Source: an optimization exercise on an open RTL-to-GDS flow (aim: small area, a short achievable clock period and few clock cycles). Production flows keep margins and buffers that such runs may drop. In this exercise RTL edits were held to simulation tests only and were not proved equivalent to the original.

--- flow/design.v ---
module dec_unit (
    input  wire         clk,
    input  wire         rst,         
    input  wire         in_valid,
    output wire         in_ready,
    input  wire [2:0]   op,          
    input  wire [2:0]   size,        
    input  wire [2:0]   dmode,       
    input  wire [4:0]   digits,      
    input  wire [127:0] a,           
    input  wire [127:0] m,           
    output reg          out_valid,
    output reg  [127:0] result,
    output reg  [127:0] breakage,
    output reg          flag_n,
    output reg          flag_z,
    output reg          flag_c,
    output reg          flag_v,
    output reg          dov,
    output reg          ddata
);
    localparam OP_DAD  = 3'd0, OP_DSB  = 3'd1, OP_DMUL = 3'd2, OP_DRND = 3'd3,
               OP_DCMP = 3'd4, OP_DVAL = 3'd5, OP_DCVB = 3'd6, OP_BCVD = 3'd7;
    function [3:0] m5;
        input [3:0] d;
        begin
            m5[3] = d[3] | (d[2] & (d[1] | d[0]));
            m5[2] = (d[2] & ~d[1] & ~d[0]) | (d[3] & d[0]);
            m5[1] = (d[1] & d[0]) | (d[1] & ~d[2]) | (d[3] & ~d[0]);
            m5[0] = (d[0] & ~d[2] & ~d[3]) | (d[2] & d[1] & ~d[0]) | (d[3] & ~d[0]);
        end
    endfunction
    function [127:0] bcd_add;
        input [127:0] x;
        input [127:0] y;
        input         cin;
        integer k;
        reg [4:0]  z;
        reg [3:0]  h, hm;
        reg [31:0] g, p;
        reg [32:0] c;
        reg        c1, c2, c3;
        reg [127:0] zz;
        reg [31:0]  zc;
        begin
            for (k = 0; k < 32; k = k + 1) begin
                z[0] = x[4*k] ^ y[4*k];
                c1   = x[4*k] & y[4*k];
                z[1] = x[4*k+1] ^ y[4*k+1] ^ c1;
                c2   = (x[4*k+1] & y[4*k+1]) | (c1 & (x[4*k+1] ^ y[4*k+1]));
                z[2] = x[4*k+2] ^ y[4*k+2] ^ c2;
                c3   = (x[4*k+2] & y[4*k+2]) | (c2 & (x[4*k+2] ^ y[4*k+2]));
                z[3] = x[4*k+3] ^ y[4*k+3] ^ c3;
                z[4] = (x[4*k+3] & y[4*k+3]) | (c3 & (x[4*k+3] ^ y[4*k+3]));
                g[k] = z[4] | (z[3] & (z[2] | z[1]));
                p[k] = z[3] & ~z[2] & ~z[1] & z[0];
                zz[4*k +: 4] = z[4:1];
                zc[k] = z[0];
            end
            c[0] = cin;
            for (k = 0; k < 32; k = k + 1)
                c[k+1] = g[k] | (p[k] & c[k]);
            for (k = 0; k < 32; k = k + 1) begin
                h  = zz[4*k +: 4] + {3'd0, zc[k] & c[k]};
                hm = m5(h);
                bcd_add[4*k +: 4] = {hm[2:0], zc[k] ^ c[k]};
            end
        end
    endfunction
    function [123:0] nines;
        input [123:0] x;
        integer k;
        begin
            for (k = 0; k < 31; k = k + 1)
                nines[4*k +: 4] = {~(x[4*k+3] | x[4*k+2] | x[4*k+1]),
                                   x[4*k+2] ^ x[4*k+1], x[4*k+1], ~x[4*k]};
        end
    endfunction
    function [127:0] bcd_dbl;
        input [127:0] x;
        integer k;
        reg [3:0] t;
        reg c;
        begin
            c = 1'b0;
            for (k = 0; k < 32; k = k + 1) begin
                t = m5(x[4*k +: 4]);
                bcd_dbl[4*k +: 4] = {t[2:0], c};
                c = t[3];
            end
        end
    endfunction
    function [3:0] h5;
        input       o;
        input [2:0] q;
        begin
            h5[3] = o & (q[2] | (q[1] & q[0]));
            h5[2] = o ? ~(q[2] | (q[1] & q[0])) : q[2];
            h5[1] = o ? (q[1] ^ q[0]) : q[1];
            h5[0] = o ^ q[0];
        end
    endfunction
    function [127:0] bcd_x5;
        input [127:0] x;
        integer k;
        begin
            bcd_x5[3:0] = {1'b0, x[0], 1'b0, x[0]};
            for (k = 1; k < 32; k = k + 1)
                bcd_x5[4*k +: 4] = h5(x[4*k], x[4*k-1 -: 3]);
        end
    endfunction
    function [75:0] dabble;
        input [75:0] dd;
        input        b;
        integer k;
        reg [3:0] t;
        reg c;
        begin
            c = b;
            for (k = 0; k < 19; k = k + 1) begin
                t = m5(dd[4*k +: 4]);
                dabble[4*k +: 4] = {t[2:0], c};
                c = t[3];
            end
        end
    endfunction
    reg         v1;            
    reg         first;         
    reg         rdy;
    reg [2:0]   op1;
    reg         is_dsb, is_mul, is_rnd, is_cmp, is_cvb, is_bcvd, addsub, ext;
    reg         n3, n7, n15, n31;    
    reg [2:0]   dm1;
    reg [4:0]   dg1;
    reg [127:0] a1;
    reg [127:0] m1;
    reg [2:0]   ptr;           
    reg         a_lost;        
    assign in_ready = rdy;
    wire in_cvb  = (op == OP_DCVB);
    wire in_bcvd = (op == OP_BCVD);
    wire in_n31  = in_bcvd | (in_cvb ? (size == 3'd4) : (size >= 3'd4));
    wire in_n15  = in_n31 | in_cvb | (size == 3'd3);
    wire in_n7   = in_n15 | (size == 3'd2);
    wire in_n3   = in_n7  | (size == 3'd1);
    wire [30:0] dmaskn = {{16{n31}}, {8{n15}}, {4{n7}}, {2{n3}}, 1'b1};
    reg  [123:0] nmask;
    integer ki;
    always @* begin
        for (ki = 0; ki < 31; ki = ki + 1)
            nmask[4*ki +: 4] = {4{dmaskn[ki]}};
    end
    wire [123:0] A  = a1[127:4];
    wire [123:0] M  = m1[127:4];
    wire [123:0] mk = (first | ~is_mul) ? nmask : {124{1'b1}};
    wire [123:0] X  = A & mk;
    wire [123:0] Y  = M & mk;
    wire a_neg = (a1[3:0] == 4'hB) || (a1[3:0] == 4'hD);
    wire m_neg = (m1[3:0] == 4'hB) || (m1[3:0] == 4'hD);
    reg a_bad_digit, m_bad_digit;
    reg [30:0] nz_a, nz_m;       
    reg [7:0] blk_a, blk_m;      
    integer di;
    always @* begin
        a_bad_digit = 1'b0;
        m_bad_digit = 1'b0;
        for (di = 0; di < 31; di = di + 1) begin
            if (X[4*di+3] & (X[4*di+2] | X[4*di+1])) a_bad_digit = 1'b1;
            if (Y[4*di+3] & (Y[4*di+2] | Y[4*di+1])) m_bad_digit = 1'b1;
            nz_a[di] = |X[4*di +: 4];
            nz_m[di] = |Y[4*di +: 4];
        end
        for (di = 0; di < 7; di = di + 1) begin
            blk_a[di] = |nz_a[4*di +: 4];
            blk_m[di] = |nz_m[4*di +: 4];
        end
        blk_a[7] = |nz_a[30:28];
        blk_m[7] = |nz_m[30:28];
    end
    wire a_bad_sign = (a1[3:0] < 4'hA);
    wire m_bad_sign = (m1[3:0] < 4'hA);
    wire a_bad = a_bad_digit | a_bad_sign;
    wire m_bad = m_bad_digit | m_bad_sign;
    wire a_zero = ~|blk_a;
    wire m_zero = ~|blk_m;
    wire trap = first & (((addsub | is_mul) & (a_bad | m_bad)) |
                         ((is_rnd | is_cvb) & a_bad));
    reg [7:0] sfx_a;
    integer si;
    always @* begin
        sfx_a[7] = blk_a[7];
        for (si = 6; si >= 0; si = si - 1)
            sfx_a[si] = sfx_a[si+1] | blk_a[si];
    end
    wire swap = first & is_mul & |(blk_m & ~sfx_a);
    reg [30:0] dlow;             
    integer ri;
    always @* begin
        for (ri = 0; ri < 31; ri = ri + 1)
            dlow[ri] = (ri < dg1);
    end
    reg [123:0] dmask;           
    reg [127:0] u_vec;
    reg [31:0]  dsel;            
    reg [30:0]  ge5, eq5, odd;   
    always @* begin
        for (ri = 0; ri < 32; ri = ri + 1)
            dsel[ri] = (dg1 == ri);
        for (ri = 0; ri < 31; ri = ri + 1) begin
            dmask[4*ri +: 4] = {4{dlow[ri]}};
            ge5[ri] = X[4*ri+3] | (X[4*ri+2] & (X[4*ri+1] | X[4*ri]));
            eq5[ri] = ~X[4*ri+3] & X[4*ri+2] & ~X[4*ri+1] & X[4*ri];
            odd[ri] = X[4*ri];
        end
        u_vec = 128'd0;
        for (ri = 0; ri < 32; ri = ri + 1)
            u_vec[4*ri] = dsel[ri];
    end
    wire         below_nz = |(nz_a[29:0] & dlow[30:1]);
    wire         rem_nz  = |(nz_a & dlow);
    wire         g_ge    = |(ge5 & dsel[31:1]);      
    wire         g_eq    = |(eq5 & dsel[31:1]);      
    wire         lo_odd  = |(odd & dsel[30:0]);
    wire         h_gt    = (g_ge & ~g_eq) | (g_eq & below_nz);
    wire         h_eq    = g_eq & ~below_nz;
    wire         h_ge    = g_ge;
    wire [31:0]  dmaskx  = {1'b0, dmaskn};
    wire         d_lt_n  = dmaskx[dg1];         
    reg          up_m;
    always @* begin
        case (dm1)
            3'd1:    up_m = 1'b0;
            3'd2:    up_m = ~a_neg & rem_nz;
            3'd3:    up_m = a_neg & rem_nz;
            3'd4:    up_m = h_ge;
            default: up_m = h_gt | (h_eq & lo_odd);
        endcase
    end
    wire up = up_m & d_lt_n & is_rnd;
    wire [3:0]   dig  = Y[3:0];
    wire [127:0] x1   = {4'd0, X};
    wire [127:0] x2   = bcd_dbl(x1);
    wire [127:0] x4   = bcd_dbl(x2);
    wire [127:0] x5   = bcd_x5(x1);
    reg  [127:0] mp1, mp2;
    always @* begin
        case (dig)
            4'd1, 4'd3:       mp1 = x1;
            4'd4, 4'd6, 4'd8: mp1 = x4;
            4'd5, 4'd7, 4'd9: mp1 = x5;
            default:          mp1 = 128'd0;
        endcase
        case (dig)
            4'd2, 4'd3, 4'd6, 4'd7: mp2 = x2;
            4'd8, 4'd9:             mp2 = x4;
            default:                mp2 = 128'd0;
        endcase
    end
    wire subm   = is_cmp | (a_neg ^ m_neg ^ is_dsb);
    wire [123:0] nX = nines(X);
    wire [123:0] nY = nines(Y);
    wire         bneg  = a1[63];
    wire [63:0]  bsrc  = bneg ? (64'd0 - a1[63:0]) : a1[63:0];
    reg  [7:0]   blk_b;
    integer bi;
    always @* begin
        for (bi = 0; bi < 8; bi = bi + 1)
            blk_b[bi] = |bsrc[8*bi +: 8];
    end
    wire [7:0] tb_in = is_bcvd ? blk_b : blk_a;
    reg  [2:0] top;
    integer ti;
    always @* begin
        top = 3'd0;
        for (ti = 1; ti < 8; ti = ti + 1)
            if (tb_in[ti]) top = ti[2:0];
    end
    wire [2:0] blk  = first ? top : ptr;
    wire       last = (blk == 3'd0);
    wire [7:0]  bbyte = bsrc[{blk, 3'b000} +: 8];
    wire [75:0] dd0   = first ? 76'd0 : result[79:4];
    wire [75:0] dd1 = dabble(dd0, bbyte[7]);
    wire [75:0] dd2 = dabble(dd1, bbyte[6]);
    wire [75:0] dd3 = dabble(dd2, bbyte[5]);
    wire [75:0] dd4 = dabble(dd3, bbyte[4]);
    wire [75:0] dd5 = dabble(dd4, bbyte[3]);
    wire [75:0] dd6 = dabble(dd5, bbyte[2]);
    wire [75:0] dd7 = dabble(dd6, bbyte[1]);
    wire [75:0] dd8 = dabble(dd7, bbyte[0]);
    wire [123:0] acc = first ? 124'd0 : result[127:4];
    wire [127:0] p2  = is_mul ? mp1 : {4'd0, nX & (is_rnd ? dmask : {124{1'b1}})};
    wire [127:0] q2  = is_mul ? mp2 : {4'd0, Y & {124{~is_rnd}}};
    wire [127:0] s2  = bcd_add(p2, q2, ~is_mul);
    wire [127:0] p1  = is_mul  ? {4'd0, acc} :
                                 {4'd0, X & (is_rnd ? ~dmask : {124{1'b1}})};
    wire [127:0] q1  = is_mul ? s2 :
                       (({128{addsub}} & {4'd0, subm ? nY : Y}) |
                        ({128{up}} & u_vec));
    wire         c1  = addsub & subm;
    wire [127:0] s1  = bcd_add(p1, q1, c1);
    wire [127:0] Xc    = {4'd0, X};
    wire [15:0]  chunk = Xc[{blk, 4'b0000} +: 16];
    wire [13:0]  cval  = chunk[3:0] + chunk[7:4] * 4'd10 + chunk[11:8] * 7'd100 +
                         chunk[15:12] * 10'd1000;
    wire [63:0]  bin0  = first ? 64'd0 : result[63:0];
    wire [63:0]  t1    = (bin0 << 13) | 64'd256;
    wire [63:0]  t2    = bin0 << 11;
    wire [63:0]  t3    = (~bin0) << 8;
    wire [63:0]  t4    = bin0 << 4;
    wire [63:0]  t5    = {50'd0, cval} ^ {64{a_neg}};
    wire [63:0]  u1s   = t1 ^ t2 ^ t3;
    wire [63:0]  u1c   = ((t1 & t2) | (t1 & t3) | (t2 & t3)) << 1;
    wire [63:0]  u2s   = u1s ^ u1c ^ t4;
    wire [63:0]  u2c   = ((u1s & u1c) | (u1s & t4) | (u1c & t4)) << 1;
    wire [63:0]  u3s   = u2s ^ u2c ^ t5;
    wire [63:0]  u3c   = ((u2s & u2c) | (u2s & t5) | (u2c & t5)) << 1;
    wire [63:0]  bin1  = u3s + u3c + {63'd0, a_neg};
    wire         cv_hi = |X[123:76];
    wire         cv_gt = (X[75:0] > 76'h9223372036854775808);
    wire         cv_eq = (X[75:0] == 76'h9223372036854775808);
    wire         cv_v  = ext & (cv_hi | cv_gt | (cv_eq & ~a_neg));
    wire         ge      = ({1'b0, X} >= {1'b0, Y});
    wire         use_s2  = addsub & subm & ~ge;
    wire [123:0] rmag    = (use_s2 ? s2[123:0] : s1[123:0]) & nmask;
    wire         rnz     = use_s2 | |(s1[123:0] & nmask);
    wire         r_over  = ~(addsub & subm) & |(s1 & ~{4'd0, nmask});
    wire         rneg    = is_mul ? (a_neg ^ m_neg) :
                           (addsub & subm & ~ge) ? (m_neg ^ is_dsb) : a_neg;
    wire [3:0]   rsign   = (rneg & rnz) ? 4'hD : 4'hC;
    wire [123:0] rem     = X & dmask;
    wire [123:0] bmag    = up ? s2[123:0] : rem;
    wire         bneg_r  = up ? ~a_neg : (a_neg & rem_nz);
    wire         mul_ovf = r_over | ((dig != 4'd0) & a_lost & ~first);
    wire         v_mul   = (flag_v & ~first) | mul_ovf;
    wire         a_sneg  = a_neg & ~a_zero;
    wire         m_sneg  = m_neg & ~m_zero;
    wire         mag_eq  = ~rnz;
    wire         cmp_eq  = (a_zero & m_zero) | ((a_sneg == m_sneg) & mag_eq);
    wire         cmp_lt  = ~cmp_eq & ((a_sneg & ~m_sneg) |
                                      ((a_sneg == m_sneg) & (a_sneg ? ge : ~ge)));
    wire         cmp_gt  = ~cmp_eq & ~cmp_lt;
    wire done      = trap | (is_mul ? (~swap & ~|nz_m[30:1]) : ((is_cvb | is_bcvd) ? last : 1'b1));
    wire done_next = is_mul ? (swap ? ~|nz_a[30:1] : ~|nz_m[30:2]) : (blk == 3'd1);
    wire accept    = in_valid & rdy;
    wire multi_in  = (op == OP_DMUL) | (op == OP_DCVB) | (op == OP_BCVD);
    always @(posedge clk) begin
        if (rst) begin
            v1        <= 1'b0;
            rdy       <= 1'b1;
            out_valid <= 1'b0;
            first     <= 1'b0;
        end else begin
            out_valid <= v1 & done;
            first     <= accept | (v1 & swap & ~trap);
            if (v1 & ~done) begin
                v1  <= 1'b1;
                rdy <= done_next;
            end else begin
                v1  <= accept;
                rdy <= ~(accept & multi_in);
            end
        end
    end
    always @(posedge clk) begin
        if (rdy) begin
            op1     <= op;
            is_dsb  <= (op == OP_DSB);
            is_mul  <= (op == OP_DMUL);
            is_rnd  <= (op == OP_DRND);
            is_cmp  <= (op == OP_DCMP);
            is_cvb  <= in_cvb;
            is_bcvd <= in_bcvd;
            addsub  <= (op == OP_DAD) | (op == OP_DSB) | (op == OP_DCMP);
            ext     <= (size == 3'd4);
            n3      <= in_n3;
            n7      <= in_n7;
            n15     <= in_n15;
            n31     <= in_n31;
            dm1 <= dmode;
            dg1 <= digits;
            a1  <= a;
        end else if (swap) begin
            a1 <= {Y, m1[3:0]};
        end else if (is_mul) begin
            a1[127:4] <= {X[119:0], 4'd0};
        end
        if (rdy)
            m1 <= m;
        else if (swap)
            m1 <= {X, a1[3:0]};
        else
            m1 <= {4'd0, Y[123:4], m1[3:0]};
        ptr    <= blk - 3'd1;
        a_lost <= (a_lost & ~first) | (|X[123:120]);
    end
    always @(posedge clk) begin
        if (is_cvb)
            result <= {64'd0, bin1};
        else if (is_bcvd)
            result <= {48'd0, dd8, bneg ? 4'hD : 4'hC};
        else
            result <= {rmag, rsign};
        breakage <= {bmag, (bneg_r & |bmag) ? 4'hD : 4'hC};
        ddata    <= trap;
        case (op1)
            OP_DCMP: begin
                flag_n <= cmp_lt; flag_z <= cmp_eq; flag_c <= cmp_gt;
                flag_v <= 1'b0;   dov    <= 1'b0;
            end
            OP_DVAL: begin
                flag_n <= ~m_bad & m_neg & ~m_zero; flag_z <= ~m_bad;
                flag_c <= m_bad_digit;              flag_v <= m_bad_sign;
                dov    <= 1'b0;
            end
            OP_DCVB: begin
                flag_n <= bin1[63]; flag_z <= (bin1 == 64'd0); flag_c <= 1'b0;
                flag_v <= cv_v;     dov    <= 1'b0;
            end
            OP_BCVD: begin
                flag_n <= bneg; flag_z <= (a1[63:0] == 64'd0); flag_c <= 1'b0;
                flag_v <= 1'b0; dov    <= 1'b0;
            end
            OP_DMUL: begin
                flag_n <= rneg & rnz; flag_z <= ~rnz; flag_c <= 1'b0;
                flag_v <= v_mul;      dov    <= v_mul;
            end
            default: begin  
                flag_n <= rneg & rnz; flag_z <= ~rnz; flag_c <= 1'b0;
                flag_v <= r_over;     dov    <= r_over;
            end
        endcase
    end
endmodule
--- flow/flow/run.sh ---
#!/bin/bash
# The standard layout (the standard.sh, unchanged synthesis and steps), with
# one change: the port buffers that global placement inserts on every input and
# output are sky130_fd_sc_hd__buf_2 cells instead of the delay buffers
# (clkdlybuf4s50_1) that buffer_ports picks by default. The make output goes to
# standard.log; each ORFS step writes its own log under orfs/logs/.
set -euo pipefail
export BUFFER_PORTS_ARGS="-buffer_cell sky130_fd_sc_hd__buf_2"
bash standard.sh > standard.log 2>&1
--- flow/standard.sh ---
#!/bin/bash
# synth_recipe.tcl (not shown) runs the flow's synth.tcl, then flattens the netlist and writes it again
# the make line also repeats each setting of config.mk as NAME=value (left out here)
make -C /OpenROAD-flow-scripts/flow DESIGN_CONFIG=/design/flow/config.mk WORK_HOME=/design/flow/orfs CLKGATE_MAP_FILE= SYNTH_SCRIPT=/design/flow/synth_recipe.tcl "${@:-finish}"
--- flow/config.mk ---
export PLATFORM = sky130hd
export DESIGN_NAME = dec_unit
export DESIGN_NICKNAME = dec_unit
export VERILOG_FILES = /design/flow/design.v
export SDC_FILE = /design/flow/constraint.sdc
export NUM_CORES = 8
export LEC_CHECK = 0
export ABC_AREA = 1
export CAP_MARGIN = 20
export CORE_MARGIN = 2
export CORE_UTILIZATION = 40
export PLACE_DENSITY = 0.6
export SLEW_MARGIN = 20
--- flow/constraint.sdc ---
create_clock -name core_clock -period 80.0 [get_ports {clk}]
set_input_delay 16.0000 -clock core_clock [delete_from_list [all_inputs] [get_ports {clk}]]
set_output_delay 16.0000 -clock core_clock [all_outputs]
set_load 0.01 [all_outputs]
==> flow_summary.ini, run 1 <==
[clocking]
tritoncts = yes
cts-buffers-inserted = 72
htreeDepth = 3
clock-sinks = 546
cts_resized = 0
path_clk_slew_ns = 0.06
ctsHoldBuffers = 0
max-clock-path-buffers = 3
cts_setup_buffers = 0
clk_latency_ns = 0.80
root_buffer = clkbuf_16

[yosys]
synth_edf_count = 155
synthFlopType = dfxtp_1
synthDominantCellAreaShare_pct = 10.19
ys_async_sr_fraction_pct = 0
synthTopCellsByArea = ha_1, nand2_1, dfxtp_1
synthCells = 12900
yosys_warnings = 1
ys_types = 87
syn-cell-area_sq_um = 81930
yosysTopAreaCell = ha_1
synth.avg_cell_area_sq_um = 6.349
ys_seq_elements = 546
ys_seq_area_share_pct = 15.23

[timing]
tightest_slew_ns = 1.494
timing.hold.ws_ns = 0.4937
tns_ns = 0
setup_slack_ns = 62.19
rsz0062_at_grt = no
relSlewSlack_pct = -0.3894
period_needed_ns = 17.81
finalHoldViolations = 0
final-max-slew-violation-count = 1
fin_crit_sh_pct = 22.26
skew_ns = 0.06934
finalSetupViolCount = 0
max_freq_mhz = 56.16

[detailed_routing]
drtIter0Drc = 14080
viasPerCell = 6.295
wl_um = 510400
routedWlPerCell_um = 31.65
drc = 0
drtAntennaViolNets = 0
vias = 101500
dr.pass1.iters = 13

[worst_hold_path]
min-delay-start = m1[117]
hold_path_class = register to register

[flow_run]
maxCapViolCount = 1

[final_layout]
fillers = 22240
area_delta_synth_final_pct = 11.46
drive_gt1_share_pct = 9.851
multi_input_area_sq_um = 59770
regArea_sq_um = 12490
final_nets = 14600

[placed_design]
post-dp-hpwl_um = 390100
io_buffers = 533
place.gp.congestion = 1.176
post-place-ws_ns = 62.64

[worst_setup_path]
cp-startpoint = rdy
arrival_ns = 1.81
reg2reg_from = is_mul
critPathMaxStageDelay_ns = 0.80
endpoint_kind = output pin
crit_buf_inv = 1
crit_family = flip-flops
cp_max_fo = 35
start_kind = register
cpMaxStageDelayCell = dfxtp_4
path_cells = buf_2
critPathRequiredTime_ns = 64.00
path_class = register to output pin

[floorplanning]
dieHeight_um = 456.6
std_cell_rows = 166
ios = 537
die-area_sq_um = 208500
start_util_pct = 40.13
die_w_um = 456.6
core-area_sq_um = 204200

[global_routing]
overflow = 0
grt_usage_pct = 48.30
grt_start_max_net_pins = 186
first_global_vias = 94220
grt_pass1_wl_um = 714000
antenna_found_initial = 89

[status]
outcome = failed layout checks
violations = capacitance limit
## layer usage
metal | track usage (%) | wire (um) | vias up
met3 | 25.79 | 66660 | 2982
met1 | 47.33 | 163600 | 46850
met5 | 5.809 | 1634 | -
li1 | - | - | 44250
met4 | 51.05 | 67320 | 70
met2 | 69.68 | 211200 | 7393
## synth_stat cells, types with 120 or more instances
cell,instances
a21oi_1,1096
a31oi_1,128
clkbuf_1,412
dfxtp_1,391
edfxtp_1,155
fa_1,361
ha_1,667
inv_1,2052
nand2_1,2091
nand3_1,602
nand4_1,120
nor2_1,1711
nor3_1,188
o211ai_1,132
o21ai_0,965
o221ai_1,127
o22ai_1,313
xor2_1,231
## cells by family (layout without fill, tap and decap cells)
kind of cell	after synthesis	count (layout)	share of synthesized area (%)
and+or+nand+nor	5093	5093	26.39
xor gates and xnor gates	276	276	2.950
AOI/OAI and AO/OA	3338	3338	24.17
adders and majority gates	1028	1028	19.01
other	2	85	0.009166
buffers and inverters	2621	3075	12.24
DFF	546	546	15.23
## flip-flops by register name, summed over array words and instances, names as in the netlist, 3 cells and up
signal	count
a1	128
dm1	3
result	128
breakage	125
op1	3
m1	128
dg1	5
ptr	3
## metrics by stage
stage / cells / util [%] / instance area [sq um]
2_1_floorplan: 12910 / - / 81930
4_1_cts: 16030 / 44.40 / 90660
6_report: 16130 / 44.73 / 91320
3_3_place_gp: 15900 / 43.19 / 88190
5_1_grt: 16060 / 44.65 / 91150
3_5_place_dp: 15900 / 43.20 / 88200
## path summary, 6_finish.rpt
kind | end | slack (ns) | depth (start not counted)
setup / recovery | in_ready | 62.19 | 1
hold / removal | m1[113] | 0.49 | 2
setup reg to reg | flag_z | 62.41 | 73
hold reg to reg | m1[113] | 0.49 | 2
## worst reg2reg max path: cells and delay by family (launching register included)
family / cells / cell delay, ns
adder cells (fa/ha/maj): 8 / 3.27
flip-flops: 1 / 0.35
XOR/XNOR: 3 / 0.56
buffers and inverters: 16 / 4.22
AO/OA/AOI/OAI: 24 / 5.04
AND/OR/NAND/NOR: 22 / 4.08
## final cells by class
class	count	area share, %
antenna	82	0.2247
clock inverter	34	0.4795
tap	2688	3.683
inverter	2117	8.747
timing repair buffer	824	5.522
clock buffer	100	2.213
sequential	546	13.68
multi-input combinational	9738	65.46
## cells in the final DEF (no fill, tap or decap), types with 104 or more instances in the layout
cell      Yosys  final
nand2_1    2091   2088
buf_4        14    275
dfxtp_1     391    389
o21ai_0     965    942
a21oi_1    1096   1093
ha_1        667    667
nor2_1     1711   1694
fa_1        361    361
nor4_1      105    104
o211ai_1    132    132
nand3_1     602    600
xor2_1      231    231
buf_2        13    533
edfxtp_1    155    155
a31oi_1     128    128
nand4_1     120    120
nor3_1      188    186
o22ai_1     313    313
inv_1      2052   2044
o221ai_1    127    126
Testbench counts, summed over its fixed seeds: cycles 6,381.
==> inputs of run 2 (changes only) <==
--- a/flow/config.mk
+++ b/flow/config.mk
@@ -7,7 +7,7 @@
 export LEC_CHECK = 0
 export ABC_AREA = 1
-export CAP_MARGIN = 20
+export CAP_MARGIN = 30
 export CORE_MARGIN = 2
 export CORE_UTILIZATION = 40
 export PLACE_DENSITY = 0.6
-export SLEW_MARGIN = 20
+export SLEW_MARGIN = 30
==> run 2 against run 1 <==
  * Now clean on timing, DRC and antenna
  * Clock skew increased by 0.024 ns
  * Synthesized cell count stayed put
  * Sequential share of layout area about the same
  * Via count rose by 0.31%
  * Flip-flop and latch count unchanged
  * Critical path depth unchanged
  * Utilization is 0.15 points higher
  * Global-route usage increased by 0.15 points
  * Final cell count about the same
  * Largest cell class unchanged
==> flow_summary.ini, run 2 <==
[status]
outcome = timing/DRC/antenna clean

[final_layout]
reg_top3 = a1: 128 flops, m1: 128 flops, result: 128 flops
finish.utilization_pct = 44.88
final_common_cell = nand2_1
fillers = 22130
area_delta_synth_final_pct = 11.83
fin_area_sq_um = 91620
final_nets = 14610
layout_common_cells = nand2_1, inv_1, nor2_1, a21oi_1, o21ai_0
drive_gt1_share_pct = 10.15

[floorplanning]
std_cell_rows = 166
start_util_pct = 40.13
core-area_sq_um = 204200
ios = 537
dieHeight_um = 456.6
die_w_um = 456.6
die-area_sq_um = 208500

[yosys]
ys_seq_elements = 546
ys_async_sr_fraction_pct = 0
synthSimpleGateAreaFrac_pct = 26.39
synthMuxAreaShare_pct = 0
yosys_warnings = 1
yosys-top-cells-count = nand2_1, inv_1, nor2_1
synth_top_family_by_area = simple AND/OR/NAND/NOR gates
syn-cell-area_sq_um = 81930
ys_types = 87
synth_fa_ha_area_share_pct = 19.01
synth_compound_area_share_pct = 24.17
synthFlopType = dfxtp_1
ys_seq_area_share_pct = 15.23
synth.avg_cell_area_sq_um = 6.349
synthDominantCellAreaShare_pct = 10.19
synth_edf_count = 155
synthCells = 12900
synth-xor-area-share_pct = 2.950
synth.most_common_cell = nand2_1
synthTopCellsByArea = ha_1, nand2_1, dfxtp_1
yosysTopAreaCell = ha_1

[global_routing]
first_global_vias = 94630
grt_pass1_wl_um = 718300
grt_usage_pct = 48.45
overflow = 0
grt_start_max_net_pins = 186
antenna_found_initial = 104

[timing]
timing.hold.ws_ns = 0.4542
tightest_slew_ns = 1.248
finalSetupViolCount = 0
max_freq_mhz = 56.14
rsz0062_at_grt = no
tns_ns = 0
period_needed_ns = 17.81
fin_crit_sh_pct = 22.26
relSlewSlack_pct = 15.93
skew_ns = 0.09376
final-max-slew-violation-count = 0
finalHoldViolations = 0

[detailed_routing]
dr.pass1.iters = 10
routedWlPerCell_um = 31.62
drtAntennaViolNets = 0
drc = 0
viasPerCell = 6.314
wl_um = 510100
drtIter0Drc = 14280
vias = 101900

[clocking]
max-clock-path-buffers = 3
root_buffer = clkbuf_16
clk_latency_ns = 0.81
tritoncts = yes
ctsHoldBuffers = 0
htreeDepth = 3
cts_resized = 0
cts-buffers-inserted = 72
path_clk_slew_ns = 0.06
cts_setup_buffers = 0
clock-sinks = 546

[flow_run]
maxCapViolCount = 0

[worst_setup_path]
endpoint_kind = output pin
start_kind = register
r2r_end = flag_z
crit_family = flip-flops
cp-startpoint = rdy
reg2reg_from = is_mul
critPathRequiredTime_ns = 64.00
reg2reg_depth = 73
cp_max_fo = 35
path_cells = buf_2
r2r_setup_slack_ns = 62.43
path_class = register to output pin
cpMaxStageDelayCell = dfxtp_4
arrival_ns = 1.81
crit_buf_inv = 1
critPathMaxStageDelay_ns = 0.80

[placed_design]
io_buffers = 533
post-dp-hpwl_um = 390200
placed_cell_area_sq_um = 88230
place.gp.congestion = 1.176

[worst_hold_path]
min-delay-start = m1[37]
hold_path_class = register to register
hold-path-cell-count = 2
hold_end = m1[33]
==> run 2: cells by family (layout without fill, tap and decap cells) <==
logic type | after synthesis | count (layout)
AOI/OAI and AO/OA | 3338 | 3338
xor gates and xnor gates | 276 | 276
adders and majority gates | 1028 | 1028
buffers and inverters | 2621 | 3080
DFF | 546 | 546
other | 2 | 82
and+or+nand+nor | 5093 | 5093
==> run 2: tightest hold or removal path: cells and delay by family (launching register included) <==
family             cells  cell delay, ns
DFF                    1            0.33
and+or+nand+nor        1            0.08
AOI/OAI and AO/OA      1            0.07
==> run 2: metrics by stage <==
stage | worst slack, ns | instances
global route | 61.85 | 16080
detailed placement | 62.63 | 15900
floorplan | 62.87 | 12910
finish | 62.19 | 16130
global placement | 62.60 | 15900
CTS | 62.19 | 16030
==> run 2: cell type report <==
cell class | count | area, sq um | area share, %
Antenna cell | 79 | 197.7 | 0.2158
Clock buffer | 103 | 2110 | 2.302
Clock inverter | 28 | 361.6 | 0.3947
Inverter | 2117 | 7988 | 8.718
Multi-Input combinational cell | 9738 | 59940 | 65.42
Sequential cell | 546 | 12490 | 13.63
Tap cell | 2688 | 3363 | 3.671
Timing Repair Buffer | 832 | 5175 | 5.648
==> run 2: worst max path at each step <==
stage | to | slack (ns) | cells after the start
5_1_grt | flag_z | 61.85 | 77
2_1_floorplan | n15 | 62.87 | 8
6_report | in_ready | 62.19 | 1
4_1_cts | in_ready | 62.19 | 1
3_3_place_gp | n15 | 62.60 | 9
3_5_place_dp | n15 | 62.63 | 9
==> run 2: metal layers <==
metal | global-route usage (%) | share of wire [%] | wire length, um | up-vias
li1 | - | - | - | 44250
met1 | 47.51 | 32 | 162800 | 46930
met2 | 69.99 | 41 | 210100 | 7476
met3 | 26.07 | 13 | 67210 | 3129
met4 | 50.40 | 13 | 68180 | 70
met5 | 6.613 | 0.37 | 1875 | -
==> inputs of run 3 (changes only) <==
--- a/flow/design.v
+++ b/flow/design.v
@@ -40,4 +40,5 @@
         reg [31:0] g, p;
         reg [32:0] c;
+        reg [7:0]  bg, bp;
         reg        c1, c2, c3;
         reg [127:0] zz;
@@ -58,7 +59,15 @@
                 zc[k] = z[0];
             end
+            for (k = 0; k < 8; k = k + 1) begin
+                bp[k] = &p[4*k +: 4];
+                bg[k] = g[4*k+3] | (p[4*k+3] & (g[4*k+2] | (p[4*k+2] &
+                        (g[4*k+1] | (p[4*k+1] & g[4*k])))));
+            end
             c[0] = cin;
+            for (k = 0; k < 8; k = k + 1)
+                c[4*k+4] = bg[k] | (bp[k] & c[4*k]);
             for (k = 0; k < 32; k = k + 1)
-                c[k+1] = g[k] | (p[k] & c[k]);
+                if (k % 4 != 3)
+                    c[k+1] = g[k] | (p[k] & c[k]);
             for (k = 0; k < 32; k = k + 1) begin
                 h  = zz[4*k +: 4] + {3'd0, zc[k] & c[k]};
@@ -131,4 +140,5 @@
     reg         is_dsb, is_mul, is_rnd, is_cmp, is_cvb, is_bcvd, addsub, ext;
     reg         n3, n7, n15, n31;    
+    reg         zm3, zm7, zm15, zm31;    
     reg [2:0]   dm1;
     reg [4:0]   dg1;
@@ -153,5 +163,10 @@
     wire [123:0] A  = a1[127:4];
     wire [123:0] M  = m1[127:4];
-    wire [123:0] mk = (first | ~is_mul) ? nmask : {124{1'b1}};
+    wire [30:0]  mkd = {{16{zm31}}, {8{zm15}}, {4{zm7}}, {2{zm3}}, 1'b1};
+    reg  [123:0] mk;
+    always @* begin
+        for (ki = 0; ki < 31; ki = ki + 1)
+            mk[4*ki +: 4] = {4{mkd[ki]}};
+    end
     wire [123:0] X  = A & mk;
     wire [123:0] Y  = M & mk;
@@ -296,5 +311,5 @@
     wire [127:0] q1  = is_mul ? s2 :
                        (({128{addsub}} & {4'd0, subm ? nY : Y}) |
-                        ({128{up}} & u_vec));
+                        ({128{is_rnd}} & u_vec));
     wire         c1  = addsub & subm;
     wire [127:0] s1  = bcd_add(p1, q1, c1);
@@ -322,7 +337,9 @@
     wire         ge      = ({1'b0, X} >= {1'b0, Y});
     wire         use_s2  = addsub & subm & ~ge;
-    wire [123:0] rmag    = (use_s2 ? s2[123:0] : s1[123:0]) & nmask;
-    wire         rnz     = use_s2 | |(s1[123:0] & nmask);
-    wire         r_over  = ~(addsub & subm) & |(s1 & ~{4'd0, nmask});
+    wire         rnd_lo  = is_rnd & ~up;              
+    wire [123:0] rmag    = (use_s2 ? s2[123:0] : rnd_lo ? p1[123:0] : s1[123:0]) & nmask;
+    wire         nz_lo   = |(nz_a & ~dlow);
+    wire         rnz     = use_s2 | (rnd_lo ? nz_lo : |(s1[123:0] & nmask));
+    wire         r_over  = ~(addsub & subm) & ~rnd_lo & |(s1 & ~{4'd0, nmask});
     wire         rneg    = is_mul ? (a_neg ^ m_neg) :
                            (addsub & subm & ~ge) ? (m_neg ^ is_dsb) : a_neg;
@@ -377,4 +394,8 @@
             n15     <= in_n15;
             n31     <= in_n31;
+            zm3     <= in_n3;
+            zm7     <= in_n7;
+            zm15    <= in_n15;
+            zm31    <= in_n31;
             dm1 <= dmode;
             dg1 <= digits;
@@ -385,4 +406,10 @@
             a1[127:4] <= {X[119:0], 4'd0};
         end
+        if (~rdy & is_mul) begin
+            zm3  <= 1'b1;
+            zm7  <= 1'b1;
+            zm15 <= 1'b1;
+            zm31 <= 1'b1;
+        end
         if (rdy)
             m1 <= m;
==> flow/run.sh (new file) <==
#!/bin/bash
# synth_recipe.tcl (not shown) runs the flow's synth.tcl, then flattens the netlist and writes it again
# the make line also repeats each setting of config.mk as NAME=value (left out here)
make -C /OpenROAD-flow-scripts/flow DESIGN_CONFIG=/design/flow/config.mk WORK_HOME=/design/flow/orfs CLKGATE_MAP_FILE= SYNTH_SCRIPT=/design/flow/synth_recipe.tcl finish
--- a/flow/config.mk
+++ b/flow/config.mk
@@ -7,7 +7,7 @@
 export LEC_CHECK = 0
 export ABC_AREA = 1
-export CAP_MARGIN = 30
+export CAP_MARGIN = 20
 export CORE_MARGIN = 2
 export CORE_UTILIZATION = 40
 export PLACE_DENSITY = 0.6
-export SLEW_MARGIN = 30
+export SLEW_MARGIN = 20
removed: flow/flow/run.sh
removed: flow/standard.sh
==> run 3 against run 2 <==
  * Still clean on timing, DRC and antenna
  * Synthesized area rose by 4.0%
  * Largest cell class unchanged
  * Clock skew fell by 0.0032 ns
  * Global-route usage rose by 1.3 points
  * Highest routed layer unchanged
  * Die area rose by 4.0%
  * Synthesized cell count rose by 6.0%
  * Critical path depth rose by 82
  * Worst setup slack got worse by 0.37 ns
  * Final cell count rose by 4.9%
==> flow_summary.ini, run 3 <==
[placed_design]
io_buffers = 533
post-dp-hpwl_um = 459300
place.gp.congestion = 1.154
placed_cell_area_sq_um = 94000
post-place-ws_ns = 62.40
place_inst = 16740

[detailed_routing]
routedWlPerCell_um = 33.13
drtAntennaViolNets = 0
drc = 0
dr.pass1.iters = 9
viasPerCell = 6.317
vias = 106900
drtIter0Drc = 16020
wl_um = 560900

[clocking]
tritoncts = yes
path_clk_slew_ns = 0.06
clock-sinks = 550
root_buffer = clkbuf_16
cts_setup_buffers = 0
cts_resized = 0
htreeDepth = 3
ctsHoldBuffers = 0
cts-buffers-inserted = 77
max-clock-path-buffers = 3
clk_latency_ns = 0.82

[worst_setup_path]
start_kind = register
critPathMaxStageDelay_ns = 0.99
critPathRequiredTime_ns = 80.63
endpoint_kind = register
path_class = register to register
cp_max_fo = 25
cpMaxStageDelayCell = a21oi_1
arrival_ns = 18.81
crit_top_cell = nand2_1

[final_layout]
drive_gt1_share_pct = 4.537
stdcell_count = 16930
layout_common_cells = nand2_1, inv_1, nor2_1, a21oi_1, o21ai_0
fin_area_sq_um = 96790
fillers = 22720
final_nets = 15300
area_delta_synth_final_pct = 13.55
final_common_cell = nand2_1
reg_top3 = a1: 128 flops, m1: 128 flops, result: 128 flops

[yosys]
ys_seq_elements = 550
synthTopCellsByArea = nand2_1, ha_1, inv_1
ys_seq_area_share_pct = 14.74
synthDominantCellAreaShare_pct = 11.10
yosys_warnings = 1
synth_edf_count = 155
synthFlopType = dfxtp_1
yosys-top-cells-count = nand2_1, inv_1, nor2_1
yosysTopAreaCell = nand2_1
synth.avg_cell_area_sq_um = 6.229
synth.most_common_cell = nand2_1
syn-cell-area_sq_um = 85240
ys_async_sr_fraction_pct = 0
synthCells = 13680
ys_types = 82

[global_routing]
grt_pass1_wl_um = 763100
overflow = 0
grt_start_max_net_pins = 187
first_global_vias = 96960
grt_usage_pct = 49.74
antenna_found_initial = 72

[timing]
period_needed_ns = 18.18
rsz0062_at_grt = no
finalHoldViolations = 0
relSlewSlack_pct = 8.338
final-max-slew-violation-count = 0
max_freq_mhz = 55.01
tns_ns = 0
tightest_slew_ns = 1.364
fin_crit_sh_pct = 22.72
skew_ns = 0.09059
finalSetupViolCount = 0
setup_slack_ns = 61.82

[floorplanning]
dieHeight_um = 465.6
ios = 537
start_util_pct = 40.23
core-area_sq_um = 211900
std_cell_rows = 169
die-area_sq_um = 216800
die_w_um = 465.6

[status]
outcome = timing/DRC/antenna clean

[worst_hold_path]
hold_path_class = register to register

[flow_run]
maxCapViolCount = 0
run 3: cell count changes in the layout (fill, tap and decap cells not counted), sizes merged, moves of 36 or more:
cell / delta
buf: -590
clkdlybuf4s50: +533
nand2: +389
inv: +129
nand3: +121
o211ai: +117
o22ai: -91
o21ai: +78
a22oi: +62
or2: -50
xor2: -50
o31ai: -37
clkinv: +36
run 3: final cells by class:
class | count | area (sq um) | area share, %
Inverter | 2275 | 8576 | 8.860
Antenna cell | 47 | 117.6 | 0.1215
Clock buffer | 108 | 2247 | 2.322
Clock inverter | 33 | 391.6 | 0.4046
Timing Repair Buffer | 772 | 7204 | 7.443
Sequential cell | 550 | 12580 | 12.99
Tap cell | 2821 | 3530 | 3.647
Multi-Input combinational cell | 10320 | 62150 | 64.21
run 3: cell families (layout without fill, tap and decap cells):
family                     Yosys count  in the layout  synth area share [%]
adders and majority gates         1028           1028                 18.27
xor gates and xnor gates           241            241                 2.476
other                                2             50              0.008811
buffers and inverters             2811           3188                 12.58
and+or+nand+nor                   5544           5544                 27.30
DFF                                550            550                 14.74
AOI/OAI and AO/OA                 3507           3507                 24.63
run 3: per-layer routing:
| layer | share of wire (%) | vias to the layer above | routed length, um | track usage [%] |
|---|---|---|---|---|
| li1 | - | 46590 | - | - |
| met1 | 37 | 50210 | 209600 | 61.23 |
| met2 | 39 | 8162 | 220500 | 69.78 |
| met3 | 13 | 1960 | 75590 | 17.25 |
| met4 | 9.8 | 24 | 55030 | 40.34 |
| met5 | 0.029 | - | 160 | 0 |
run 3: final timing paths:
kind,from,to,slack (ns),cells past startpoint
setup / recovery,zm3,flag_n,61.82,83
hold / removal,v1,out_valid,0.47,2
setup reg to reg,zm3,flag_n,61.82,83
hold reg to reg,v1,out_valid,0.47,2
run 3: worst max-delay path, delay by kind of cell (launching register included):
| family | cells | cell delay (ns) |
|---|---|---|
| simple gates | 44 | 7.16 |
| compound gates | 20 | 5.95 |
| fa+ha+maj | 9 | 2.84 |
| buf+inv | 9 | 1.44 |
| flops | 1 | 0.31 |
| xor+xnor | 1 | 0.26 |
run 3: stage by stage:
| stage | utilization, % | hold slack (ns) |
|---|---|---|
| floorplan | - | 0.4181 |
| global placement | 44.35 | 0.4271 |
| detailed placement | 44.36 | 0.4284 |
| CTS | 45.61 | 0.4584 |
| global route | 45.64 | 0.4896 |
| finish | 45.68 | 0.4656 |
Testbench counts of run 3, summed over its fixed seeds: cycles 6,381.

==> separate check: timing with driven ports <==
How much do the figures lean on ideal ports? The routed layouts below were timed once more, with nothing changed but the port constraints.
Step 1 (the two cells are an assumption about what drives the block):
set clk [get_ports {clk}]
set_driving_cell -lib_cell sky130_fd_sc_hd__clkbuf_16 $clk
set_driving_cell -lib_cell sky130_fd_sc_hd__buf_2 [delete_from_list [all_inputs] $clk]
Step 2 adds t to the input delays and takes it off the output delays; t is the mean of the earliest and latest rising clock arrival at the registers after step 1. Input paths then give back, and output paths get back, about the clock's delay inside the block.
Three values: ideal ports, drivers, drivers and shift; two values: the first two.
run	t (ns)	slack for setup (ns)	worst hold slack (ns)	latest minus earliest clock arrival (ns)	worst data-port slew with drivers (ns)
run 1	0.865	62.193 / 62.093 / 62.407	0.494 / 0.494 / 0.494	0.069 / 0.070	0.06
run 2	0.873	62.189 / 62.083 / 62.427	0.454 / 0.454 / 0.454	0.094 / 0.093	0.06
run 3	0.885	61.820 / 61.820 / 61.820	0.466 / 0.466 / 0.466	0.090 / 0.091	0.13
